Background: an optimization exercise with open tools, aiming at small area, a short achievable clock period and few clock cycles. Do not read the settings as production practice. In this exercise RTL edits were held to simulation tests only and were not proved equivalent to the original. Power figures rest on the tool's default switching activity, not on a simulated workload.

## flow/design.v (module list and top-level ports; edited modules follow where they fit)
// module r48_round: 30 lines
// module r48_stage3: 26 lines
// module r48_lzc: 50 lines
// module r48_fcmp: 41 lines
// module r48_ksprefix: 29 lines
// module r48_stage2: 35 lines
// module r48_cmp6: 19 lines
// module r48_multree: 2902 lines
// module r48_fa: 4 lines
// module r48_bpp: 5 lines
// module r48_bppc: 5 lines
// module r48_oai22: 3 lines
// module r48_ao22: 3 lines
// module r48_ha: 4 lines
// module r48_muxi: 8 lines
// module real48_fpu: 300 lines
module real48_fpu (
    input  wire        clk,
    input  wire        rst,
    input  wire        in_valid,
    output wire        in_ready,
    input  wire [3:0]  in_op,
    input  wire [3:0]  in_cond,
    input  wire [47:0] in_a,
    input  wire [47:0] in_b,
    output reg         out_valid,
    output reg  [47:0] out_result,
    output reg         out_ovf,
    output reg         out_finv
);
  // ...
==> flow/flow/run.sh <==
#!/bin/bash
# The standard layout (the standard.sh: standard synthesis, floorplan,
# placement, CTS, routing), except that buffer_ports buffers every input and
# output port with sky130_fd_sc_hd__buf_2 instead of the delay-buffer cell it
# picks by default. make's full output goes to standard_make.log here; each
# ORFS step keeps its own log under orfs/logs/.
set -euo pipefail
bash standard.sh "BUFFER_PORTS_ARGS=-buffer_cell sky130_fd_sc_hd__buf_2" finish > standard_make.log 2>&1
==> flow/standard.sh <==
#!/bin/bash
# synth_recipe.tcl (not shown) runs the flow's synth.tcl, then flattens the netlist and writes it again
# the make line also repeats each setting of config.mk as NAME=value (left out here)
make -C /OpenROAD-flow-scripts/flow DESIGN_CONFIG=/design/flow/config.mk WORK_HOME=/design/flow/orfs CLKGATE_MAP_FILE= SYNTH_SCRIPT=/design/flow/synth_recipe.tcl "${@:-finish}"
==> flow/config.mk <==
export PLATFORM = sky130hd
export DESIGN_NAME = real48_fpu
export DESIGN_NICKNAME = real48_fpu
export VERILOG_FILES = /design/flow/design.v
export SDC_FILE = /design/flow/constraint.sdc
export NUM_CORES = 4
export LEC_CHECK = 0
export CAP_MARGIN = 20
export CORE_MARGIN = 2
export CORE_UTILIZATION = 65
export SLEW_MARGIN = 50
export SYNTH_HIERARCHICAL = 1
==> flow/constraint.sdc <==
create_clock -name core_clock -period 22.0 [get_ports {clk}]
set_input_delay 4.4000 -clock core_clock [delete_from_list [all_inputs] [get_ports {clk}]]
set_output_delay 4.4000 -clock core_clock [all_outputs]
set_load 0.01 [all_outputs]
==> impl_metrics.py, run 1 <==
metrics = {
    "sta": {
        "slew_violations": 0,
        "fin_tns_setup_ns": 0,
    },
    "pwr": {
        "p_comb_share_pct": 77.2,
        "ir_worst_vdd_mv": 0.200,
        "p_seq_mw": 1.23,
    },
    "final_layout": {
        "buf_share_pct": 3.27,
        "final_core_util_pct": 70.2,
        "fin_nets": 6734,
        "multi_input_area_mm2": 0.0426,
        "mostFrequentLayoutCell": "fa_1",
    },
    "global_route": {
        "grt_pass1_vias": 47900,
        "grt_start_max_net_pins": 62,
        "grt_busiest_layer": "met2",
    },
    "place": {
        "dp_cells": 6862,
        "hpwl_mm": 138,
        "routabilityCongestion": 1.04,
    },
    "worst_setup_path": {
        "cpLargestDelayFamily": "compound AO/OA/AOI/OAI gates",
        "endpoint_kind": "flip-flop",
        "r2r-end": "opb2[13]",
        "worstPathCellList": "buf_2 -> inv_1 -> ha_1 -> a21o_1 -> a21oi_1 -> o21ai_1 -> o41a_1 -> nor2_1 -> xnor2_1",
        "critPathMaxFanout": 7,
        "cp_data_required_time_ns": 22.50,
        "cp.arrival_ns": 6.06,
        "worstRegToRegCells": 10,
    },
    "die": {
        "fp-row-count": 106,
        "core_area_mm2": 0.0838,
        "die_h_um": 295,
    },
    "drt": {
        "met3WireLength_mm": 35.3,
        "drtIter0Drc": 8033,
        "avgRoutedWirePerCell_um": 29.4,
    },
    "clocking": {
        "clock_path_buffers": 3,
    },
    "status": {
        "outcome": "complete, no violations",
    },
    "logic_synthesis": {
        "yosysWarningCount": 8,
        "syn_area_mm2": 0.0552,
    },
    "run": {
        "maxCapViolCount": 0,
    },
}
Testbench counts, summed over its fixed seeds: cycles 32,032.
==> inputs of run 2 (changes only) <==
--- a/flow/design.v
+++ b/flow/design.v
@@ -232,19 +232,18 @@
     input  wire [35:0] fa,
     input  wire [35:0] fan,     
     input  wire [18:0] s1,      
     input  wire [18:0] s2,      
     input  wire [17:0] ng,      
     output wire [73:0] sn,
     output wire [73:0] cn
 );
-    wire t0 = ~(((s1[0] & fa[0]) ^ ng[0]));
-    wire t1;
-    r48_bpp ut1 (.s1(s1[0]), .s2(s2[0]), .ng(ng[0]), .a1(fa[1]), .a0(fa[0]), .ppn(t1));
+    assign sn[0] = ~(((s1[0] & fa[0]) ^ ng[0]));
+    r48_bpp ut1 (.s1(s1[0]), .s2(s2[0]), .ng(ng[0]), .a1(fa[1]), .a0(fa[0]), .ppn(sn[1]));
     wire t2;
     r48_bpp ut2 (.s1(s1[0]), .s2(s2[0]), .ng(ng[0]), .a1(fa[2]), .a0(fa[1]), .ppn(t2));
     wire t3;
     r48_bpp ut3 (.s1(s1[0]), .s2(s2[0]), .ng(ng[0]), .a1(fa[3]), .a0(fa[2]), .ppn(t3));
     wire t4;
     r48_bpp ut4 (.s1(s1[0]), .s2(s2[0]), .ng(ng[0]), .a1(fa[4]), .a0(fa[3]), .ppn(t4));
     wire t5;
     r48_bpp ut5 (.s1(s1[0]), .s2(s2[0]), .ng(ng[0]), .a1(fa[5]), .a0(fa[4]), .ppn(t5));
@@ -306,17 +305,17 @@
     r48_bpp ut33 (.s1(s1[0]), .s2(s2[0]), .ng(ng[0]), .a1(fa[33]), .a0(fa[32]), .ppn(t33));
     wire t34;
     r48_bpp ut34 (.s1(s1[0]), .s2(s2[0]), .ng(ng[0]), .a1(fa[34]), .a0(fa[33]), .ppn(t34));
     wire t35;
     r48_bpp ut35 (.s1(s1[0]), .s2(s2[0]), .ng(ng[0]), .a1(fa[35]), .a0(fa[34]), .ppn(t35));
     wire t36 = ~(((s1[0] | (s2[0] & fa[35])) ^ ng[0]));
     wire t37 = ~((s2[0] ^ ng[0]));
     wire t38 = ~(~(ng[0]));
-    wire t39 = ~(ng[0]);
+    assign cn[0] = ~(ng[0]);
     wire t40 = ~(((s1[1] & fa[0]) ^ ng[1]));
     wire t41;
     r48_bpp ut41 (.s1(s1[1]), .s2(s2[1]), .ng(ng[1]), .a1(fa[1]), .a0(fa[0]), .ppn(t41));
     wire t42;
     r48_bpp ut42 (.s1(s1[1]), .s2(s2[1]), .ng(ng[1]), .a1(fa[2]), .a0(fa[1]), .ppn(t42));
     wire t43;
     r48_bpp ut43 (.s1(s1[1]), .s2(s2[1]), .ng(ng[1]), .a1(fa[3]), .a0(fa[2]), .ppn(t43));
     wire t44;
@@ -381,17 +380,17 @@
     r48_bpp ut73 (.s1(s1[1]), .s2(s2[1]), .ng(ng[1]), .a1(fa[33]), .a0(fa[32]), .ppn(t73));
     wire t74;
     r48_bpp ut74 (.s1(s1[1]), .s2(s2[1]), .ng(ng[1]), .a1(fa[34]), .a0(fa[33]), .ppn(t74));
     wire t75;
     r48_bpp ut75 (.s1(s1[1]), .s2(s2[1]), .ng(ng[1]), .a1(fa[35]), .a0(fa[34]), .ppn(t75));
     wire t76 = ~(((s1[1] | (s2[1] & fa[35])) ^ ng[1]));
     wire t77 = ~((s2[1] ^ ng[1]));
     wire t78 = ~(~(ng[1]));
-    wire t79 = ~(ng[1]);
+    assign cn[2] = ~(ng[1]);
     wire t80 = ~(((s1[2] & fa[0]) ^ ng[2]));
     wire t81;
     r48_bpp ut81 (.s1(s1[2]), .s2(s2[2]), .ng(ng[2]), .a1(fa[1]), .a0(fa[0]), .ppn(t81));
     wire t82;
     r48_bpp ut82 (.s1(s1[2]), .s2(s2[2]), .ng(ng[2]), .a1(fa[2]), .a0(fa[1]), .ppn(t82));
     wire t83;
     r48_bpp ut83 (.s1(s1[2]), .s2(s2[2]), .ng(ng[2]), .a1(fa[3]), .a0(fa[2]), .ppn(t83));
     wire t84;
@@ -2833,307 +2832,91 @@
     r48_fa u1964 (.a(t1829), .b(t1831), .ci(t1826), .s(t1962), .co(t1963));
     wire t1964, t1965;
     r48_fa u1966 (.a(t752), .b(t1830), .ci(t1832), .s(t1964), .co(t1965));
     wire t1966, t1967;
     r48_fa u1968 (.a(t715), .b(t753), .ci(t1835), .s(t1966), .co(t1967));
     wire t1968, t1969;
     r48_fa u1970 (.a(t677), .b(t678), .ci(t716), .s(t1968), .co(t1969));
     wire t1970 = ~t717;
-    wire t1971 = ~(t2 ^ t40);
-    wire t1972 = t2 | t40;
-    wire t1973 = ~(t3 ^ t41);
-    wire t1974 = t3 | t41;
-    wire t1975, t1976;
-    r48_fa u1977 (.a(t80), .b(t119), .ci(t1836), .s(t1975), .co(t1976));
-    wire t1977, t1978;
-    r48_fa u1979 (.a(t81), .b(t1837), .ci(t1838), .s(t1977), .co(t1978));
-    wire t1979, t1980;
-    r48_fa u1981 (.a(t1839), .b(t1589), .ci(t1840), .s(t1979), .co(t1980));
-    wire t1981, t1982;
-    r48_fa u1983 (.a(t1591), .b(t1841), .ci(t1842), .s(t1981), .co(t1982));
-    wire t1983, t1984;
-    r48_fa u1985 (.a(t1593), .b(t1843), .ci(t1844), .s(t1983), .co(t1984));
-    wire t1985, t1986;
-    r48_fa u1987 (.a(t1597), .b(t1845), .ci(t1846), .s(t1985), .co(t1986));
-    wire t1987, t1988;
-    r48_fa u1989 (.a(t1603), .b(t1847), .ci(t1848), .s(t1987), .co(t1988));
-    wire t1989, t1990;
-    r48_fa u1991 (.a(t1607), .b(t1849), .ci(t1850), .s(t1989), .co(t1990));
-    wire t1991, t1992;
-    r48_fa u1993 (.a(t1611), .b(t1851), .ci(t1852), .s(t1991), .co(t1992));
-    wire t1993, t1994;
-    r48_fa u1995 (.a(t1615), .b(t1853), .ci(t1854), .s(t1993), .co(t1994));
-    wire t1995, t1996;
-    r48_fa u1997 (.a(t1619), .b(t1855), .ci(t1856), .s(t1995), .co(t1996));
-    wire t1997, t1998;
-    r48_fa u1999 (.a(t1623), .b(t1857), .ci(t1858), .s(t1997), .co(t1998));
-    wire t1999, t2000;
-    r48_fa u2001 (.a(t1627), .b(t1859), .ci(t1860), .s(t1999), .co(t2000));
-    wire t2001, t2002;
-    r48_fa u2003 (.a(t1631), .b(t1861), .ci(t1862), .s(t2001), .co(t2002));
-    wire t2003, t2004;
-    r48_fa u2005 (.a(t1635), .b(t1863), .ci(t1864), .s(t2003), .co(t2004));
-    wire t2005, t2006;
-    r48_fa u2007 (.a(t1639), .b(t1865), .ci(t1866), .s(t2005), .co(t2006));
-    wire t2007, t2008;
-    r48_fa u2009 (.a(t1643), .b(t1867), .ci(t1868), .s(t2007), .co(t2008));
-    wire t2009, t2010;
-    r48_fa u2011 (.a(t1647), .b(t1869), .ci(t1870), .s(t2009), .co(t2010));
-    wire t2011, t2012;
-    r48_fa u2013 (.a(t1651), .b(t1871), .ci(t1872), .s(t2011), .co(t2012));
-    wire t2013, t2014;
-    r48_fa u2015 (.a(t1655), .b(t1873), .ci(t1874), .s(t2013), .co(t2014));
-    wire t2015, t2016;
-    r48_fa u2017 (.a(t1659), .b(t1875), .ci(t1876), .s(t2015), .co(t2016));
-    wire t2017, t2018;
-    r48_fa u2019 (.a(t1663), .b(t1877), .ci(t1878), .s(t2017), .co(t2018));
-    wire t2019, t2020;
-    r48_fa u2021 (.a(t1667), .b(t1879), .ci(t1880), .s(t2019), .co(t2020));
-    wire t2021, t2022;
-    r48_fa u2023 (.a(t1671), .b(t1881), .ci(t1882), .s(t2021), .co(t2022));
-    wire t2023, t2024;
-    r48_fa u2025 (.a(t1675), .b(t1883), .ci(t1884), .s(t2023), .co(t2024));
-    wire t2025, t2026;
-    r48_fa u2027 (.a(t1679), .b(t1885), .ci(t1886), .s(t2025), .co(t2026));
-    wire t2027, t2028;
-    r48_fa u2029 (.a(t1683), .b(t1887), .ci(t1888), .s(t2027), .co(t2028));
-    wire t2029, t2030;
-    r48_fa u2031 (.a(t1687), .b(t1889), .ci(t1890), .s(t2029), .co(t2030));
-    wire t2031, t2032;
-    r48_fa u2033 (.a(t1691), .b(t1891), .ci(t1892), .s(t2031), .co(t2032));
-    wire t2033, t2034;
-    r48_fa u2035 (.a(t1695), .b(t1893), .ci(t1894), .s(t2033), .co(t2034));
-    wire t2035, t2036;
-    r48_fa u2037 (.a(t1699), .b(t1895), .ci(t1896), .s(t2035), .co(t2036));
-    wire t2037, t2038;
-    r48_fa u2039 (.a(t1703), .b(t1897), .ci(t1898), .s(t2037), .co(t2038));
-    wire t2039, t2040;
-    r48_fa u2041 (.a(t1707), .b(t1899), .ci(t1900), .s(t2039), .co(t2040));
-    wire t2041, t2042;
-    r48_fa u2043 (.a(t1711), .b(t1901), .ci(t1902), .s(t2041), .co(t2042));
-    wire t2043, t2044;
-    r48_fa u2045 (.a(t1715), .b(t1903), .ci(t1904), .s(t2043), .co(t2044));
-    wire t2045, t2046;
-    r48_fa u2047 (.a(t1719), .b(t1905), .ci(t1906), .s(t2045), .co(t2046));
-    wire t2047, t2048;
-    r48_fa u2049 (.a(t1723), .b(t1907), .ci(t1908), .s(t2047), .co(t2048));
-    wire t2049, t2050;
-    r48_fa u2051 (.a(t1727), .b(t1909), .ci(t1910), .s(t2049), .co(t2050));
-    wire t2051, t2052;
-    r48_fa u2053 (.a(t1731), .b(t1911), .ci(t1912), .s(t2051), .co(t2052));
-    wire t2053, t2054;
-    r48_fa u2055 (.a(t1735), .b(t1913), .ci(t1914), .s(t2053), .co(t2054));
-    wire t2055, t2056;
-    r48_fa u2057 (.a(t1739), .b(t1915), .ci(t1916), .s(t2055), .co(t2056));
-    wire t2057, t2058;
-    r48_fa u2059 (.a(t1743), .b(t1917), .ci(t1918), .s(t2057), .co(t2058));
-    wire t2059, t2060;
-    r48_fa u2061 (.a(t1747), .b(t1919), .ci(t1920), .s(t2059), .co(t2060));
-    wire t2061, t2062;
-    r48_fa u2063 (.a(t1751), .b(t1921), .ci(t1922), .s(t2061), .co(t2062));
-    wire t2063, t2064;
-    r48_fa u2065 (.a(t1755), .b(t1923), .ci(t1924), .s(t2063), .co(t2064));
-    wire t2065, t2066;
-    r48_fa u2067 (.a(t1759), .b(t1925), .ci(t1926), .s(t2065), .co(t2066));
-    wire t2067, t2068;
-    r48_fa u2069 (.a(t1763), .b(t1927), .ci(t1928), .s(t2067), .co(t2068));
-    wire t2069, t2070;
-    r48_fa u2071 (.a(t1767), .b(t1929), .ci(t1930), .s(t2069), .co(t2070));
-    wire t2071, t2072;
-    r48_fa u2073 (.a(t1768), .b(t1932), .ci(t1931), .s(t2071), .co(t2072));
-    wire t2073, t2074;
-    r48_fa u2075 (.a(t1772), .b(t1934), .ci(t1933), .s(t2073), .co(t2074));
-    wire t2075, t2076;
-    r48_fa u2077 (.a(t1776), .b(t1936), .ci(t1935), .s(t2075), .co(t2076));
-    wire t2077, t2078;
-    r48_fa u2079 (.a(t1783), .b(t1937), .ci(t1938), .s(t2077), .co(t2078));
-    wire t2079, t2080;
-    r48_fa u2081 (.a(t1787), .b(t1939), .ci(t1940), .s(t2079), .co(t2080));
-    wire t2081, t2082;
-    r48_fa u2083 (.a(t1791), .b(t1941), .ci(t1942), .s(t2081), .co(t2082));
-    wire t2083, t2084;
-    r48_fa u2085 (.a(t1795), .b(t1943), .ci(t1944), .s(t2083), .co(t2084));
-    wire t2085, t2086;
-    r48_fa u2087 (.a(t1799), .b(t1945), .ci(t1946), .s(t2085), .co(t2086));
-    wire t2087, t2088;
-    r48_fa u2089 (.a(t1803), .b(t1947), .ci(t1948), .s(t2087), .co(t2088));
-    wire t2089, t2090;
-    r48_fa u2091 (.a(t1950), .b(t1804), .ci(t1949), .s(t2089), .co(t2090));
-    wire t2091, t2092;
-    r48_fa u2093 (.a(t1811), .b(t1951), .ci(t1952), .s(t2091), .co(t2092));
-    wire t2093, t2094;
-    r48_fa u2095 (.a(t1815), .b(t1953), .ci(t1954), .s(t2093), .co(t2094));
-    wire t2095, t2096;
-    r48_fa u2097 (.a(t1819), .b(t1955), .ci(t1956), .s(t2095), .co(t2096));
-    wire t2097, t2098;
-    r48_fa u2099 (.a(t1823), .b(t1957), .ci(t1958), .s(t2097), .co(t2098));
-    wire t2099, t2100;
-    r48_fa u2101 (.a(t1960), .b(t1824), .ci(t1959), .s(t2099), .co(t2100));
-    wire t2101, t2102;
-    r48_fa u2103 (.a(t1828), .b(t1961), .ci(t1962), .s(t2101), .co(t2102));
-    wire t2103, t2104;
-    r48_fa u2105 (.a(t1833), .b(t1964), .ci(t1963), .s(t2103), .co(t2104));
-    wire t2105, t2106;
-    r48_fa u2107 (.a(t1834), .b(t1966), .ci(t1965), .s(t2105), .co(t2106));
-    wire t2107, t2108;
-    r48_fa u2109 (.a(t754), .b(t1968), .ci(t1967), .s(t2107), .co(t2108));
-    wire t2109, t2110;
-    r48_fa u2111 (.a(t755), .b(t1970), .ci(t1969), .s(t2109), .co(t2110));
-    wire t2111, t2112;
-    r48_fa u2113 (.a(t717), .b(t718), .ci(t756), .s(t2111), .co(t2112));
-    wire t2113 = ~t757;
-    assign sn[0] = t0;
-    assign cn[0] = t39;
-    assign sn[1] = t1;
+    assign sn[2] = ~(t2 ^ t40);
+    assign sn[3] = t2 | t40;
+    assign cn[3] = ~(t3 ^ t41);
+    assign sn[4] = t3 | t41;
+    r48_fa u1977 (.a(t80), .b(t119), .ci(t1836), .s(cn[4]), .co(sn[5]));
+    r48_fa u1979 (.a(t81), .b(t1837), .ci(t1838), .s(cn[5]), .co(sn[6]));
+    r48_fa u1981 (.a(t1839), .b(t1589), .ci(t1840), .s(cn[6]), .co(sn[7]));
+    r48_fa u1983 (.a(t1591), .b(t1841), .ci(t1842), .s(cn[7]), .co(sn[8]));
+    r48_fa u1985 (.a(t1593), .b(t1843), .ci(t1844), .s(cn[8]), .co(sn[9]));
+    r48_fa u1987 (.a(t1597), .b(t1845), .ci(t1846), .s(cn[9]), .co(sn[10]));
+    r48_fa u1989 (.a(t1603), .b(t1847), .ci(t1848), .s(cn[10]), .co(sn[11]));
+    r48_fa u1991 (.a(t1607), .b(t1849), .ci(t1850), .s(cn[11]), .co(sn[12]));
+    r48_fa u1993 (.a(t1611), .b(t1851), .ci(t1852), .s(cn[12]), .co(sn[13]));
+    r48_fa u1995 (.a(t1615), .b(t1853), .ci(t1854), .s(cn[13]), .co(sn[14]));
+    r48_fa u1997 (.a(t1619), .b(t1855), .ci(t1856), .s(cn[14]), .co(sn[15]));
+    r48_fa u1999 (.a(t1623), .b(t1857), .ci(t1858), .s(cn[15]), .co(sn[16]));
+    r48_fa u2001 (.a(t1627), .b(t1859), .ci(t1860), .s(cn[16]), .co(sn[17]));
+    r48_fa u2003 (.a(t1631), .b(t1861), .ci(t1862), .s(cn[17]), .co(sn[18]));
+    r48_fa u2005 (.a(t1635), .b(t1863), .ci(t1864), .s(cn[18]), .co(sn[19]));
+    r48_fa u2007 (.a(t1639), .b(t1865), .ci(t1866), .s(cn[19]), .co(sn[20]));
+    r48_fa u2009 (.a(t1643), .b(t1867), .ci(t1868), .s(cn[20]), .co(sn[21]));
+    r48_fa u2011 (.a(t1647), .b(t1869), .ci(t1870), .s(cn[21]), .co(sn[22]));
+    r48_fa u2013 (.a(t1651), .b(t1871), .ci(t1872), .s(cn[22]), .co(sn[23]));
+    r48_fa u2015 (.a(t1655), .b(t1873), .ci(t1874), .s(cn[23]), .co(sn[24]));
+    r48_fa u2017 (.a(t1659), .b(t1875), .ci(t1876), .s(cn[24]), .co(sn[25]));
+    r48_fa u2019 (.a(t1663), .b(t1877), .ci(t1878), .s(cn[25]), .co(sn[26]));
+    r48_fa u2021 (.a(t1667), .b(t1879), .ci(t1880), .s(cn[26]), .co(sn[27]));
+    r48_fa u2023 (.a(t1671), .b(t1881), .ci(t1882), .s(cn[27]), .co(sn[28]));
+    r48_fa u2025 (.a(t1675), .b(t1883), .ci(t1884), .s(cn[28]), .co(sn[29]));
+    r48_fa u2027 (.a(t1679), .b(t1885), .ci(t1886), .s(cn[29]), .co(sn[30]));
+    r48_fa u2029 (.a(t1683), .b(t1887), .ci(t1888), .s(cn[30]), .co(sn[31]));
+    r48_fa u2031 (.a(t1687), .b(t1889), .ci(t1890), .s(cn[31]), .co(sn[32]));
+    r48_fa u2033 (.a(t1691), .b(t1891), .ci(t1892), .s(cn[32]), .co(sn[33]));
+    r48_fa u2035 (.a(t1695), .b(t1893), .ci(t1894), .s(cn[33]), .co(sn[34]));
+    r48_fa u2037 (.a(t1699), .b(t1895), .ci(t1896), .s(cn[34]), .co(sn[35]));
+    r48_fa u2039 (.a(t1703), .b(t1897), .ci(t1898), .s(cn[35]), .co(sn[36]));
+    r48_fa u2041 (.a(t1707), .b(t1899), .ci(t1900), .s(cn[36]), .co(sn[37]));
+    r48_fa u2043 (.a(t1711), .b(t1901), .ci(t1902), .s(cn[37]), .co(sn[38]));
+    r48_fa u2045 (.a(t1715), .b(t1903), .ci(t1904), .s(cn[38]), .co(sn[39]));
+    r48_fa u2047 (.a(t1719), .b(t1905), .ci(t1906), .s(cn[39]), .co(sn[40]));
+    r48_fa u2049 (.a(t1723), .b(t1907), .ci(t1908), .s(cn[40]), .co(sn[41]));
+    r48_fa u2051 (.a(t1727), .b(t1909), .ci(t1910), .s(cn[41]), .co(sn[42]));
+    r48_fa u2053 (.a(t1731), .b(t1911), .ci(t1912), .s(cn[42]), .co(sn[43]));
+    r48_fa u2055 (.a(t1735), .b(t1913), .ci(t1914), .s(cn[43]), .co(sn[44]));
+    r48_fa u2057 (.a(t1739), .b(t1915), .ci(t1916), .s(cn[44]), .co(sn[45]));
+    r48_fa u2059 (.a(t1743), .b(t1917), .ci(t1918), .s(cn[45]), .co(sn[46]));
+    r48_fa u2061 (.a(t1747), .b(t1919), .ci(t1920), .s(cn[46]), .co(sn[47]));
+    r48_fa u2063 (.a(t1751), .b(t1921), .ci(t1922), .s(cn[47]), .co(sn[48]));
+    r48_fa u2065 (.a(t1755), .b(t1923), .ci(t1924), .s(cn[48]), .co(sn[49]));
+    r48_fa u2067 (.a(t1759), .b(t1925), .ci(t1926), .s(cn[49]), .co(sn[50]));
+    r48_fa u2069 (.a(t1763), .b(t1927), .ci(t1928), .s(cn[50]), .co(sn[51]));
+    r48_fa u2071 (.a(t1767), .b(t1929), .ci(t1930), .s(cn[51]), .co(sn[52]));
+    r48_fa u2073 (.a(t1768), .b(t1932), .ci(t1931), .s(cn[52]), .co(sn[53]));
+    r48_fa u2075 (.a(t1772), .b(t1934), .ci(t1933), .s(cn[53]), .co(sn[54]));
+    r48_fa u2077 (.a(t1776), .b(t1936), .ci(t1935), .s(cn[54]), .co(sn[55]));
+    r48_fa u2079 (.a(t1783), .b(t1937), .ci(t1938), .s(cn[55]), .co(sn[56]));
+    r48_fa u2081 (.a(t1787), .b(t1939), .ci(t1940), .s(cn[56]), .co(sn[57]));
+    r48_fa u2083 (.a(t1791), .b(t1941), .ci(t1942), .s(cn[57]), .co(sn[58]));
+    r48_fa u2085 (.a(t1795), .b(t1943), .ci(t1944), .s(cn[58]), .co(sn[59]));
+    r48_fa u2087 (.a(t1799), .b(t1945), .ci(t1946), .s(cn[59]), .co(sn[60]));
+    r48_fa u2089 (.a(t1803), .b(t1947), .ci(t1948), .s(cn[60]), .co(sn[61]));
+    r48_fa u2091 (.a(t1950), .b(t1804), .ci(t1949), .s(cn[61]), .co(sn[62]));
+    r48_fa u2093 (.a(t1811), .b(t1951), .ci(t1952), .s(cn[62]), .co(sn[63]));
+    r48_fa u2095 (.a(t1815), .b(t1953), .ci(t1954), .s(cn[63]), .co(sn[64]));
+    r48_fa u2097 (.a(t1819), .b(t1955), .ci(t1956), .s(cn[64]), .co(sn[65]));
+    r48_fa u2099 (.a(t1823), .b(t1957), .ci(t1958), .s(cn[65]), .co(sn[66]));
+    r48_fa u2101 (.a(t1960), .b(t1824), .ci(t1959), .s(cn[66]), .co(sn[67]));
+    r48_fa u2103 (.a(t1828), .b(t1961), .ci(t1962), .s(cn[67]), .co(sn[68]));
+    r48_fa u2105 (.a(t1833), .b(t1964), .ci(t1963), .s(cn[68]), .co(sn[69]));
+    r48_fa u2107 (.a(t1834), .b(t1966), .ci(t1965), .s(cn[69]), .co(sn[70]));
+    r48_fa u2109 (.a(t754), .b(t1968), .ci(t1967), .s(cn[70]), .co(sn[71]));
+    r48_fa u2111 (.a(t755), .b(t1970), .ci(t1969), .s(cn[71]), .co(sn[72]));
+    r48_fa u2113 (.a(t717), .b(t718), .ci(t756), .s(cn[72]), .co(sn[73]));
+    assign cn[73] = ~t757;
     assign cn[1] = 1'b1;
-    assign sn[2] = t1971;
-    assign cn[2] = t79;
-    assign sn[3] = t1972;
-    assign cn[3] = t1973;
-    assign sn[4] = t1974;
-    assign cn[4] = t1975;
-    assign sn[5] = t1976;
-    assign cn[5] = t1977;
-    assign sn[6] = t1978;
-    assign cn[6] = t1979;
-    assign sn[7] = t1980;
-    assign cn[7] = t1981;
-    assign sn[8] = t1982;
-    assign cn[8] = t1983;
-    assign sn[9] = t1984;
-    assign cn[9] = t1985;
-    assign sn[10] = t1986;
-    assign cn[10] = t1987;
-    assign sn[11] = t1988;
-    assign cn[11] = t1989;
-    assign sn[12] = t1990;
-    assign cn[12] = t1991;
-    assign sn[13] = t1992;
-    assign cn[13] = t1993;
-    assign sn[14] = t1994;
-    assign cn[14] = t1995;
-    assign sn[15] = t1996;
-    assign cn[15] = t1997;
-    assign sn[16] = t1998;
-    assign cn[16] = t1999;
-    assign sn[17] = t2000;
-    assign cn[17] = t2001;
-    assign sn[18] = t2002;
-    assign cn[18] = t2003;
-    assign sn[19] = t2004;
-    assign cn[19] = t2005;
-    assign sn[20] = t2006;
-    assign cn[20] = t2007;
-    assign sn[21] = t2008;
-    assign cn[21] = t2009;
-    assign sn[22] = t2010;
-    assign cn[22] = t2011;
-    assign sn[23] = t2012;
-    assign cn[23] = t2013;
-    assign sn[24] = t2014;
-    assign cn[24] = t2015;
-    assign sn[25] = t2016;
-    assign cn[25] = t2017;
-    assign sn[26] = t2018;
-    assign cn[26] = t2019;
-    assign sn[27] = t2020;
-    assign cn[27] = t2021;
-    assign sn[28] = t2022;
-    assign cn[28] = t2023;
-    assign sn[29] = t2024;
-    assign cn[29] = t2025;
-    assign sn[30] = t2026;
-    assign cn[30] = t2027;
-    assign sn[31] = t2028;
-    assign cn[31] = t2029;
-    assign sn[32] = t2030;
-    assign cn[32] = t2031;
-    assign sn[33] = t2032;
-    assign cn[33] = t2033;
-    assign sn[34] = t2034;
-    assign cn[34] = t2035;
-    assign sn[35] = t2036;
-    assign cn[35] = t2037;
-    assign sn[36] = t2038;
-    assign cn[36] = t2039;
-    assign sn[37] = t2040;
-    assign cn[37] = t2041;
-    assign sn[38] = t2042;
-    assign cn[38] = t2043;
-    assign sn[39] = t2044;
-    assign cn[39] = t2045;
-    assign sn[40] = t2046;
-    assign cn[40] = t2047;
-    assign sn[41] = t2048;
-    assign cn[41] = t2049;
-    assign sn[42] = t2050;
-    assign cn[42] = t2051;
-    assign sn[43] = t2052;
-    assign cn[43] = t2053;
-    assign sn[44] = t2054;
-    assign cn[44] = t2055;
-    assign sn[45] = t2056;
-    assign cn[45] = t2057;
-    assign sn[46] = t2058;
-    assign cn[46] = t2059;
-    assign sn[47] = t2060;
-    assign cn[47] = t2061;
-    assign sn[48] = t2062;
-    assign cn[48] = t2063;
-    assign sn[49] = t2064;
-    assign cn[49] = t2065;
-    assign sn[50] = t2066;
-    assign cn[50] = t2067;
-    assign sn[51] = t2068;
-    assign cn[51] = t2069;
-    assign sn[52] = t2070;
-    assign cn[52] = t2071;
-    assign sn[53] = t2072;
-    assign cn[53] = t2073;
-    assign sn[54] = t2074;
-    assign cn[54] = t2075;
-    assign sn[55] = t2076;
-    assign cn[55] = t2077;
-    assign sn[56] = t2078;
-    assign cn[56] = t2079;
-    assign sn[57] = t2080;
-    assign cn[57] = t2081;
-    assign sn[58] = t2082;
-    assign cn[58] = t2083;
-    assign sn[59] = t2084;
-    assign cn[59] = t2085;
-    assign sn[60] = t2086;
-    assign cn[60] = t2087;
-    assign sn[61] = t2088;
-    assign cn[61] = t2089;
-    assign sn[62] = t2090;
-    assign cn[62] = t2091;
-    assign sn[63] = t2092;
-    assign cn[63] = t2093;
-    assign sn[64] = t2094;
-    assign cn[64] = t2095;
-    assign sn[65] = t2096;
-    assign cn[65] = t2097;
-    assign sn[66] = t2098;
-    assign cn[66] = t2099;
-    assign sn[67] = t2100;
-    assign cn[67] = t2101;
-    assign sn[68] = t2102;
-    assign cn[68] = t2103;
-    assign sn[69] = t2104;
-    assign cn[69] = t2105;
-    assign sn[70] = t2106;
-    assign cn[70] = t2107;
-    assign sn[71] = t2108;
-    assign cn[71] = t2109;
-    assign sn[72] = t2110;
-    assign cn[72] = t2111;
-    assign sn[73] = t2112;
-    assign cn[73] = t2113;
 endmodule
 module r48_fa (input wire a, input wire b, input wire ci, output wire s, output wire co);
     assign s  = a ^ b ^ ci;
     assign co = (a & b) | (ci & (a ^ b));
 endmodule
 module r48_bpp (input wire s1, input wire s2, input wire ng, input wire a1, input wire a0, output wire ppn);
     wire m;
     r48_ao22 u_m (.a(s1), .b(a1), .c(s2), .d(a0), .y(m));
==> run 2 against run 1 <==
Against the previous run:
- total power grew 2.9%
- utilization grew 1.2 points
- cell area shrank 0.21%
- clock-buffer cell count shrank 2
- first-iteration DRC count grew 2.5%
- worst hold slack gained 0.0046 ns
- combinational power grew 3.8%
- synthesized area shrank 2.0%
- via count grew 0.55%
- synthesized cell count shrank 2.6%
- non-clock buffer count is the same
- highest routed layer unchanged
==> impl_metrics.py, run 2 <==
metrics = {
    "pwr": {
        "ir_worst_vdd_mv": 0.188,
        "powerDensity_mw_per_mm2": 168,
        "pwr-share-clk_pct": 9.7,
        "cellInternalPower_mw": 4.82,
        "power.total_mw": 9.84,
        "leakage_nw": 23.6,
        "pwr-share-seq_pct": 12.5,
        "power_switching_mw": 5.02,
        "sw_frac_of_total_pct": 51.0,
        "p_comb_share_pct": 77.8,
    },
    "worst_setup_path": {
        "cp_data_required_time_ns": 17.60,
        "max_stage_delay_ns": 0.37,
        "cpLargestDelayFamily": "flip-flops",
        "worst_path_max_delay_cell": "dfxtp_1",
        "startpoint_type": "flip-flop",
        "ff2ff_setup_slack_ns": 16.58,
        "worstRegToRegCells": 15,
        "worstPathCellList": "buf_2",
        "critPathMaxFanout": 1,
        "endpoint_kind": "primary output",
        "r2r-end": "grp_g2[5]",
        "timing_worst_setup_path_type": "flip-flop to primary output",
        "rr_startpoint": "bng[3]",
        "cp_num_buf_inv": 1,
        "cp.arrival_ns": 1.18,
    },
    "die": {
        "die_w_um": 292,
        "die_h_um": 292,
        "initial_core_util_pct": 65.7,
        "die_area_mm2": 0.0855,
        "core_area_mm2": 0.0822,
        "fp-row-count": 105,
        "ios": 159,
    },
    "sta": {
        "tightest_slew_ns": 0.783,
        "hold_viol_final": 0,
        "timing.final.ws_setup_ns": 16.42,
        "rsz0062_at_grt": "no",
        "min_period_ns": 5.58,
        "fin_tns_setup_ns": 0,
        "maxClockFrequency_mhz": 179,
        "relSlewSlack_pct": 46.3,
        "slew_violations": 0,
        "setup_viol": 0,
        "clock_skew_ns": 0.0636,
        "period_share_pct": 25.3,
    },
    "logic_synthesis": {
        "syn_area_mm2": 0.0541,
        "yosysWarningCount": 8,
        "netlist_instances": 5573,
        "syn_area_per_cell_um2": 9.70,
    },
    "final_layout": {
        "fin_nets": 6732,
        "reg_top3": "a1 x48, out_result x48, b1 x46",
        "instances_no_fill": 6896,
        "mostFrequentLayoutCells": "fa_1, xnor2_1, dfxtp_1, inv_1, a22o_1",
        "stdcell_area_mm2": 0.0587,
        "drive_gt1_share_pct": 11.3,
        "mostFrequentLayoutCell": "fa_1",
        "syn_to_final_growth_pct": 8.55,
    },
    "global_route": {
        "grt_start_max_net_pins": 62,
        "gr-usage-all-layers_pct": 46.8,
        "grt_use_met3_pct": 23.7,
        "grt_pass1_wl_mm": 301,
        "grtUsageMet1_pct": 60.6,
        "grt_pass1_vias": 48400,
        "grt_busiest_layer": "met2",
        "gr-total-overflow": 0,
        "met2_usage_pct": 64.7,
        "antenna_found_initial": 8,
    },
    "place": {
        "place_ws_ns": 15.84,
        "hpwl_mm": 137,
        "dpl_cell_area_mm2": 0.0567,
        "dp_cells": 6797,
        "routabilityCongestion": 1.03,
        "portBuffers": 157,
    },
    "run": {
        "maxCapViolCount": 0,
    },
    "worst_hold_path": {
        "worstHoldStart": "sp_nan2",
        "hold_depth": 0,
        "hp-class": "flip-flop to flip-flop",
        "holdPathEnd": "sp_nan3",
    },
    "clocking": {
        "cts_buffers": 50,
        "clock_path_buffers": 3,
        "hold_buffers": 0,
        "cts.reportedPaths.clkPinSlew_ns": 0.06,
        "postCtsSetupBuffers": 0,
        "cts_sinks": 472,
        "cts_htree_levels": 2,
        "cts_tree": "yes",
        "cts_resized": 0,
        "root_buffer": "clkbuf_16",
        "clock_latency_ns": 0.69,
    },
    "drt": {
        "drc": 0,
        "avgRoutedWirePerCell_um": 29.8,
        "drtIter0Drc": 8235,
        "vias_per_cell": 7.21,
        "routed_wl_mm": 206,
        "vias": 49700,
        "firstDrtPassIters": 15,
        "ant_nets": 0,
    },
    "status": {
        "outcome": "complete, no violations",
    },
}
[run 2: worst max path at each step]
stage / start / to / cells after the start
after floorplan: in_b[40] / d_ab1[9] / 8
final: out_result[4] / out_result[4] / 1
after global placement: in_a[40] / d_ba1[9] / 9
after global routing: in_a[40] / d_ba1[9] / 9
after detailed placement: in_b[40] / d_ab1[9] / 9
after CTS: out_result[4] / out_result[4] / 1
[run 2: power by group through the flow]
| stage | Clock (mW) | Sequential [mW] | Combinational [mW] |
|---|---|---|---|
| final | 0.955 | 1.23 | 7.66 |
| after global routing | 0.994 | 1.24 | 8.07 |
| after CTS | 0.962 | 1.22 | 7.28 |
| after detailed placement | 0 | 1.23 | 7.20 |
| after global placement | 0 | 1.23 | 7.04 |
| after floorplan | 0 | 1.26 | 4.68 |
[run 2: routing by layer]
layer	routed length, µm	vias up
li1	-	20300
met1	75700	23800
met2	81200	4514
met3	35900	1078
met4	12400	20
met5	574	-
[run 2: layout make-up]
class,count,area (µm²)
antenna,3,7.51
clock buffer,64,1420
clock inverter,30,457
fill,6408,23500
inverter,407,1530
multi-input combinational,4558,42500
sequential,472,9530
tap,1070,1340
timing repair buffer,292,1870
[run 2: metrics by stage]
step | hold WS (ns) | util, %
after global routing | 0.330 | 71.4
after detailed placement | 0.314 | 69.0
final | 0.326 | 71.4
after floorplan | 0.310 | -
after global placement | 0.310 | 68.8
after CTS | 0.328 | 71.3
Testbench counts of run 2, summed over its fixed seeds: cycles 32,032.
==> inputs of run 3 (changes only) <==
--- a/flow/config.mk
+++ b/flow/config.mk
@@ -7,6 +7,6 @@
 export LEC_CHECK = 0
 export CAP_MARGIN = 20
 export CORE_MARGIN = 2
-export CORE_UTILIZATION = 65
-export SLEW_MARGIN = 50
+export CORE_UTILIZATION = 60
+export SLEW_MARGIN = 20
 export SYNTH_HIERARCHICAL = 1
==> run 3 against run 2 <==
Against the previous run:
- synthesized area unchanged
- still clean on timing, DRC and antenna
- global-route usage decreased by 2.6 points
- sequential share of layout area about the same
- first-iteration DRC count decreased by 9.7%
- critical path depth increased by 8
==> impl_metrics.py, run 3 <==
metrics = {
    "worst_setup_path": {
        "worstRegToRegCells": 9,
        "endpoint_kind": "flip-flop",
        "worst_path_max_delay_cell": "xnor2_1",
        "cp.arrival_ns": 6.21,
        "cpLargestDelayFamily": "adder cells",
        "timing_worst_setup_path_type": "flip-flop to flip-flop",
        "path_common_cell": "fa_1",
        "cp_num_buf_inv": 1,
        "cp_data_required_time_ns": 22.55,
        "ff2ff_setup_slack_ns": 16.33,
        "critPathMaxFanout": 11,
        "max_stage_delay_ns": 1.02,
        "r2r-end": "opb2[16]",
        "startpoint_type": "flip-flop",
        "rr_startpoint": "bng[6]",
        "worstPathCellList": "inv_1 -> xnor2_1 -> fa_1 -> fa_1 -> fa_1 -> fa_1 -> fa_1 -> fa_1 -> mux2i_1",
    },
    "clocking": {
        "cts_sinks": 472,
        "cts_resized": 0,
        "cts.reportedPaths.clkPinSlew_ns": 0.06,
        "postCtsSetupBuffers": 0,
        "cts_buffers": 52,
        "cts_htree_levels": 2,
        "root_buffer": "clkbuf_16",
        "cts_tree": "yes",
        "clock_latency_ns": 0.71,
        "hold_buffers": 0,
        "clock_path_buffers": 3,
    },
    "pwr": {
        "powerDensity_mw_per_mm2": 167,
        "power.total_mw": 9.79,
        "ir_worst_vdd_mv": 0.203,
        "leakage_nw": 23.5,
    },
    "place": {
        "portBuffers": 157,
        "routabilityCongestion": 1.02,
        "hpwl_mm": 142,
    },
    "drt": {
        "vias_per_cell": 6.95,
        "ant_nets": 0,
        "firstDrtPassIters": 9,
        "drtIter0Drc": 7439,
        "vias": 48700,
        "drc": 0,
        "avgRoutedWirePerCell_um": 29.8,
        "routed_wl_mm": 209,
    },
    "global_route": {
        "gr-usage-all-layers_pct": 44.1,
        "grt_start_max_net_pins": 62,
        "gr-total-overflow": 0,
        "antenna_found_initial": 10,
        "grt_pass1_wl_mm": 306,
        "grt_pass1_vias": 47900,
    },
    "final_layout": {
        "reg_top3": "a1 x48, out_result x48, b1 x46",
        "mostFrequentLayoutCell": "fa_1",
        "mostFrequentLayoutCells": "fa_1, xnor2_1, dfxtp_1, inv_1, a22o_1",
        "fin_nets": 6733,
        "syn_to_final_growth_pct": 8.36,
        "drive_gt1_share_pct": 10.6,
    },
    "sta": {
        "maxClockFrequency_mhz": 176,
        "rsz0062_at_grt": "no",
        "period_share_pct": 25.8,
        "slew_violations": 0,
        "min_period_ns": 5.67,
        "hold_viol_final": 0,
        "hold_slack_ns": 0.328,
        "relSlewSlack_pct": 17.8,
        "fin_tns_setup_ns": 0,
        "clock_skew_ns": 0.0787,
        "tightest_slew_ns": 1.22,
        "setup_viol": 0,
    },
    "die": {
        "die_h_um": 304,
        "die_area_mm2": 0.0925,
        "core_area_mm2": 0.0896,
        "die_w_um": 304,
        "initial_core_util_pct": 60.4,
        "ios": 159,
        "fp-row-count": 110,
    },
    "logic_synthesis": {
        "yosysWarningCount": 8,
        "syn_area_mm2": 0.0541,
        "syn_area_per_cell_um2": 9.70,
        "netlist_instances": 5573,
    },
    "status": {
        "outcome": "complete, no violations",
    },
    "worst_hold_path": {
        "hp-class": "flip-flop to flip-flop",
        "worstHoldStart": "sp2",
        "holdPathEnd": "sp3",
        "hold_depth": 0,
    },
    "run": {
        "maxCapViolCount": 0,
    },
}
run 3: cell type report:
type | count | area, µm²
fillers | 7478 | 31000
clock inverters | 33 | 413
inverters | 407 | 1530
multi-input cells | 4558 | 42500
flip-flops and latches | 472 | 9490
clock buffers | 64 | 1410
diodes | 3 | 7.51
repair buffers | 291 | 1810
well taps | 1176 | 1470
run 3: metal layers:
metal / track usage (%) / routed length [µm] / share of wire, % / up-vias
li1: - / - / - / 20300
met2: 60.1 / 82100 / 39 / 4021
met4: 20.0 / 11700 / 5.6 / 22
met3: 21.5 / 34800 / 17 / 857
met5: 1.86 / 471 / 0.23 / -
met1: 58.5 / 79800 / 38 / 23400
run 3: worst max-delay path by stage:
stage | to | depth (start not counted) | from
global route | out_result[35] | 12 | lz3[1]
detailed placement | d_ba1[9] | 9 | in_a[40]
CTS | out_result[4] | 1 | out_result[4]
floorplan | d_ab1[9] | 8 | in_b[40]
finish | opb2[16] | 9 | bng[6]
global placement | d_ba1[9] | 9 | in_a[40]
run 3: power breakdown:
group | leakage, nW | internal (mW) | switching, mW
logic | 18.7 | 3.20 | 4.43
registers | 3.95 | 1.06 | 0.171
clock network | 0.864 | 0.513 | 0.412
total | 23.5 | 4.78 | 5.01
run 3: metrics by stage:
step	instance area, µm²	setup WS [ns]	instances	utilization, %
final	58600	16.33	7004	65.4
after global routing	58600	16.21	7002	65.4
after CTS	58600	16.33	6999	65.3
after detailed placement	56700	15.83	6902	63.3
after global placement	56700	15.83	6902	63.3
after floorplan	54100	16.20	5575	-
==> inputs of run 4 (changes only) <==
--- a/flow/config.mk
+++ b/flow/config.mk
@@ -7,6 +7,7 @@
 export LEC_CHECK = 0
 export CAP_MARGIN = 20
 export CORE_MARGIN = 2
-export CORE_UTILIZATION = 60
-export SLEW_MARGIN = 20
+export CORE_UTILIZATION = 65
+export CTS_BUF_LIST = sky130_fd_sc_hd__clkbuf_4 sky130_fd_sc_hd__clkbuf_8
+export SLEW_MARGIN = 50
 export SYNTH_HIERARCHICAL = 1
==> run 4 against run 3 <==
Against the previous run:
- still clean
- flip-flop and latch count unchanged
- utilization increased by 6.1 points
- clock skew up 0.0038 ns
- non-clock buffer count increased by 2
- clock power increased by 3.3%
- global-route usage grew 2.7 points
- first-iteration DRC count up 12%
- total power barely moved
- critical path type is now flip-flop to primary output
==> impl_metrics.py, run 4 <==
metrics = {
    "status": {
        "outcome": "complete, no violations",
    },
    "place": {
        "routabilityCongestion": 1.03,
        "hpwl_mm": 137,
        "dp_cells": 6797,
        "portBuffers": 157,
    },
    "clocking": {
        "clock_latency_ns": 0.82,
        "cts_sinks": 472,
        "cts_htree_levels": 3,
        "cts_resized": 0,
        "cts_buffers": 82,
        "root_buffer": "clkbuf_8",
        "clock_path_buffers": 3,
        "cts.reportedPaths.clkPinSlew_ns": 0.06,
        "hold_buffers": 0,
        "postCtsSetupBuffers": 0,
        "cts_tree": "yes",
    },
    "global_route": {
        "gr-total-overflow": 0,
        "grt_pass1_wl_mm": 301,
        "gr-usage-all-layers_pct": 46.8,
        "grt_pass1_vias": 48800,
        "antenna_found_initial": 5,
        "grt_start_max_net_pins": 62,
    },
    "sta": {
        "tightest_slew_ns": 0.860,
        "min_period_ns": 5.72,
        "clock_skew_ns": 0.0825,
        "setup_viol": 0,
        "hold_viol_final": 0,
        "hold_slack_ns": 0.327,
        "maxClockFrequency_mhz": 175,
        "rsz0062_at_grt": "no",
        "period_share_pct": 26.0,
        "slew_violations": 0,
        "relSlewSlack_pct": 42.6,
        "fin_tns_setup_ns": 0,
    },
    "drt": {
        "avgRoutedWirePerCell_um": 29.6,
        "vias_per_cell": 7.15,
        "routed_wl_mm": 206,
        "vias": 49700,
        "drc": 0,
        "ant_nets": 0,
        "firstDrtPassIters": 12,
        "drtIter0Drc": 8350,
    },
    "logic_synthesis": {
        "syn_area_per_cell_um2": 9.70,
        "syn_area_mm2": 0.0541,
        "netlist_instances": 5573,
        "yosysWarningCount": 8,
    },
    "worst_hold_path": {
        "hp-class": "flip-flop to flip-flop",
    },
    "worst_setup_path": {
        "cp_data_required_time_ns": 17.60,
        "max_stage_delay_ns": 0.38,
        "cpLargestDelayFamily": "flip-flops",
        "critPathMaxFanout": 1,
        "cp.arrival_ns": 1.32,
        "startpoint_type": "flip-flop",
        "worstPathCellList": "buf_2",
        "cp_num_buf_inv": 1,
        "ff2ff_setup_slack_ns": 16.63,
        "endpoint_kind": "primary output",
        "timing_worst_setup_path_type": "flip-flop to primary output",
        "worst_path_max_delay_cell": "dfxtp_1",
    },
    "die": {
        "ios": 159,
        "die_h_um": 292,
        "die_w_um": 292,
        "initial_core_util_pct": 65.7,
        "fp-row-count": 105,
        "core_area_mm2": 0.0822,
        "die_area_mm2": 0.0855,
    },
    "final_layout": {
        "fin_nets": 6765,
        "mostFrequentLayoutCell": "fa_1",
        "mostFrequentLayoutCells": "fa_1, xnor2_1, dfxtp_1, inv_1, a22o_1",
        "drive_gt1_share_pct": 12.2,
        "instances_no_fill": 6952,
        "syn_to_final_growth_pct": 8.72,
        "final_core_util_pct": 71.5,
        "reg_top3": "a1 x48, out_result x48, b1 x46",
    },
    "pwr": {
        "leakage_nw": 23.7,
        "cellInternalPower_mw": 4.79,
        "pwr-share-seq_pct": 12.5,
        "pwr-share-clk_pct": 9.8,
        "power_switching_mw": 5.00,
        "p_comb_share_pct": 77.7,
        "sw_frac_of_total_pct": 51.1,
        "ir_worst_vdd_mv": 0.187,
        "powerDensity_mw_per_mm2": 167,
    },
    "run": {
        "maxCapViolCount": 0,
    },
}
==> run 4: path summary, 6_finish.rpt <==
check,cells past startpoint,startpoint,end
min,0,sign2,sign3
min reg2reg,0,sign2,sign3
max reg2reg,15,bng[3],grp_g2[5]
max,1,out_result[4],out_result[4]
==> run 4: power by group through the flow <==
stage | registers, mW | logic, mW | clock network [mW]
after floorplan | 1.26 | 4.68 | 0
after global placement | 1.23 | 7.04 | 0
after detailed placement | 1.23 | 7.20 | 0
after CTS | 1.22 | 7.25 | 0.966
after global routing | 1.24 | 8.03 | 1.01
final | 1.23 | 7.61 | 0.957
==> run 4: final cells by class <==
class / count / area [µm²]
multi-input combinational: 4558 / 42600
timing repair buffer: 293 / 1890
clock inverter: 31 / 417
tap: 1070 / 1340
fill: 6403 / 23500
antenna: 3 / 7.51
clock buffer: 118 / 1520
sequential: 472 / 9530
inverter: 407 / 1530
==> run 4: through the flow <==
step / instance area, µm² / power (mW) / setup WS, ns
detailed placement: 56700 / 8.44 / 15.84
global route: 58800 / 10.3 / 16.25
finish: 58800 / 9.79 / 16.28
CTS: 58700 / 9.43 / 16.24
floorplan: 54100 / 5.94 / 16.20
global placement: 56500 / 8.27 / 15.83
==> run 4: layer usage <==
metal,share of wire (%),global-route usage (%),wire (µm),up-vias
met4,6.3,23.4,12900,30
met3,18,24.9,36200,1137
met5,0.39,4.76,813,-
met1,37,59.7,75300,23600
li1,-,-,-,20400
met2,39,63.8,80600,4513
==> inputs of run 5 (changes only) <==
--- a/flow/config.mk
+++ b/flow/config.mk
@@ -8,6 +8,6 @@
 export CAP_MARGIN = 20
 export CORE_MARGIN = 2
 export CORE_UTILIZATION = 65
-export CTS_BUF_LIST = sky130_fd_sc_hd__clkbuf_4 sky130_fd_sc_hd__clkbuf_8
+export CTS_BUF_LIST = sky130_fd_sc_hd__clkbuf_8
 export SLEW_MARGIN = 50
 export SYNTH_HIERARCHICAL = 1
==> run 5 against run 4 <==
Against the previous run:
- still clean
- fmax rose by 0.24%
- combinational power barely moved
- cell count barely moved
- via count about the same
- critical path depth unchanged
- utilization decreased by 0.050 points
- first-iteration DRC count stayed put
- die area stayed put
- worst setup slack better by 0.013 ns
- global-route usage hardly changed
- flip-flop and latch count unchanged
- sequential share of layout area is essentially flat
- critical endpoint unchanged
- largest cell class unchanged
==> impl_metrics.py, run 5 <==
metrics = {
    "clocking": {
        "hold_buffers": 0,
        "cts_buffers": 82,
        "clock_latency_ns": 0.82,
        "cts_tree": "yes",
        "root_buffer": "clkbuf_8",
        "cts.reportedPaths.clkPinSlew_ns": 0.06,
        "clock_path_buffers": 3,
        "cts_resized": 0,
        "postCtsSetupBuffers": 0,
        "cts_htree_levels": 3,
        "cts_sinks": 472,
    },
    "pwr": {
        "ir_worst_vdd_mv": 0.187,
        "sw_frac_of_total_pct": 51.3,
        "cellInternalPower_mw": 4.76,
        "leakage_nw": 23.7,
        "pwr-share-seq_pct": 12.5,
        "p_comb_share_pct": 78.0,
        "power.total_mw": 9.78,
        "pwr-share-clk_pct": 9.5,
        "power_switching_mw": 5.01,
        "powerDensity_mw_per_mm2": 166,
    },
    "place": {
        "portBuffers": 157,
        "routabilityCongestion": 1.03,
        "hpwl_mm": 137,
        "place_ws_ns": 15.84,
        "dpl_cell_area_mm2": 0.0567,
    },
    "worst_setup_path": {
        "max_stage_delay_ns": 0.37,
        "endpoint_kind": "primary output",
        "startpoint_type": "flip-flop",
        "worst_path_max_delay_cell": "dfxtp_1",
        "timing_worst_setup_path_type": "flip-flop to primary output",
        "worstPathCellList": "buf_2",
        "cp_data_required_time_ns": 17.60,
        "cpLargestDelayFamily": "flip-flops",
        "critPathMaxFanout": 1,
        "cp_num_buf_inv": 1,
        "cp.arrival_ns": 1.30,
    },
    "drt": {
        "vias": 49800,
        "ant_nets": 0,
        "drc": 0,
        "vias_per_cell": 7.15,
        "routed_wl_mm": 206,
        "avgRoutedWirePerCell_um": 29.6,
        "firstDrtPassIters": 10,
        "drtIter0Drc": 8350,
    },
    "sta": {
        "fin_tns_setup_ns": 0,
        "period_share_pct": 25.9,
        "setup_viol": 0,
        "tightest_slew_ns": 0.840,
        "hold_slack_ns": 0.327,
        "min_period_ns": 5.70,
        "clock_skew_ns": 0.0784,
        "hold_viol_final": 0,
        "slew_violations": 0,
        "timing.final.ws_setup_ns": 16.30,
        "maxClockFrequency_mhz": 175,
        "rsz0062_at_grt": "no",
        "relSlewSlack_pct": 43.9,
    },
    "run": {
        "maxCapViolCount": 0,
    },
    "die": {
        "initial_core_util_pct": 65.7,
        "ios": 159,
        "core_area_mm2": 0.0822,
        "die_area_mm2": 0.0855,
        "fp-row-count": 105,
        "die_w_um": 292,
        "die_h_um": 292,
    },
    "final_layout": {
        "drive_gt1_share_pct": 12.0,
        "syn_to_final_growth_pct": 8.64,
        "mostFrequentLayoutCell": "fa_1",
        "fin_nets": 6764,
        "stdcell_area_mm2": 0.0587,
        "fill_cells": 6419,
        "mostFrequentLayoutCells": "fa_1, xnor2_1, dfxtp_1, inv_1, a22o_1",
        "reg_top3": "a1 x48, out_result x48, b1 x46",
    },
    "global_route": {
        "gr-total-overflow": 0,
        "grt_pass1_wl_mm": 301,
        "gr-usage-all-layers_pct": 46.8,
        "antenna_found_initial": 4,
        "grt_pass1_vias": 48800,
        "grt_start_max_net_pins": 62,
    },
    "worst_hold_path": {
        "hp-class": "flip-flop to flip-flop",
    },
    "logic_synthesis": {
        "netlist_instances": 5573,
        "syn_area_per_cell_um2": 9.70,
        "syn_area_mm2": 0.0541,
        "yosysWarningCount": 8,
    },
    "status": {
        "outcome": "complete, no violations",
    },
}
==> run 5: metrics by stage <==
step / utilization, % / instances
final: 71.4 / 6958
after global routing: 71.4 / 6949
after CTS: 71.3 / 6946
after detailed placement: 69.0 / 6797
after global placement: 68.8 / 6791
after floorplan: - / 5575
==> run 5: routing by layer <==
metal	global-route usage [%]	part of all wire, %
met4	23.8	6.5
met2	63.6	39
met1	59.7	37
met3	25.0	17
met5	4.14	0.33
==> run 5: power groups by stage <==
stage                     Clock [mW]  Sequential [mW]  Combinational, mW
final                          0.929             1.23               7.62
after global routing           0.980             1.24               8.04
after CTS                      0.939             1.22               7.25
after detailed placement           0             1.23               7.20
after global placement             0             1.23               7.04
after floorplan                    0             1.26               4.68
==> run 5: final cells by class <==
cell class / instances / area, µm² / share of cell area [%]
antenna: 10 / 25.0 / 0.0426
multi-input combinational: 4558 / 42600 / 72.4
sequential: 472 / 9530 / 16.2
clock buffer: 102 / 1400 / 2.39
inverter: 407 / 1530 / 2.61
clock inverter: 47 / 477 / 0.811
timing repair buffer: 292 / 1890 / 3.21
tap: 1070 / 1340 / 2.28
==> run 5: path summary, 6_finish.rpt <==
check / start / endpoint / slack, ns / depth (start not counted)
min: sign2 / sign3 / 0.33 / 0
max: out_result[4] / out_result[4] / 16.30 / 1
max reg2reg: bng[3] / grp_g2[5] / 16.61 / 15
min reg2reg: sign2 / sign3 / 0.33 / 0

-- re-timing with driven ports --
The flow's constraints put no driver on any port. The routed layouts listed below were extracted and timed again, unchanged, in two steps. Step 1 sets driving cells, clkbuf_16 on the clock port and buf_2 on the other inputs (assumed; they add their load-dependent delay and slew). Step 2 also shifts input and output timing later by t, the mid clock arrival at the registers, as if the neighbouring blocks saw the same clock. Slacks: ideal ports / drivers / drivers and shift; pairs: ideal ports / drivers.
run | shift t [ns] | slack for setup (ns) | worst data-port slew with drivers (ns) | pins driven straight from the clock port
run 1 | 0.720 | 16.437 / 16.392 / 15.775 | 0.07 | 1
run 2 | 0.726 | 16.424 / 16.353 / 15.779 | 0.07 | 1
run 3 | 0.746 | 16.333 / 16.288 / 15.745 | 0.09 | 1
run 4 | 0.852 | 16.284 / 16.215 / 15.776 | 0.07 | 1
run 5 | 0.853 | 16.298 / 16.228 / 15.769 | 0.07 | 1
After both steps setup and hold are still met in every run listed. The setup slack of run 1, which loses most, moves by -0.045 ns with the drivers and by -0.662 ns with both steps.
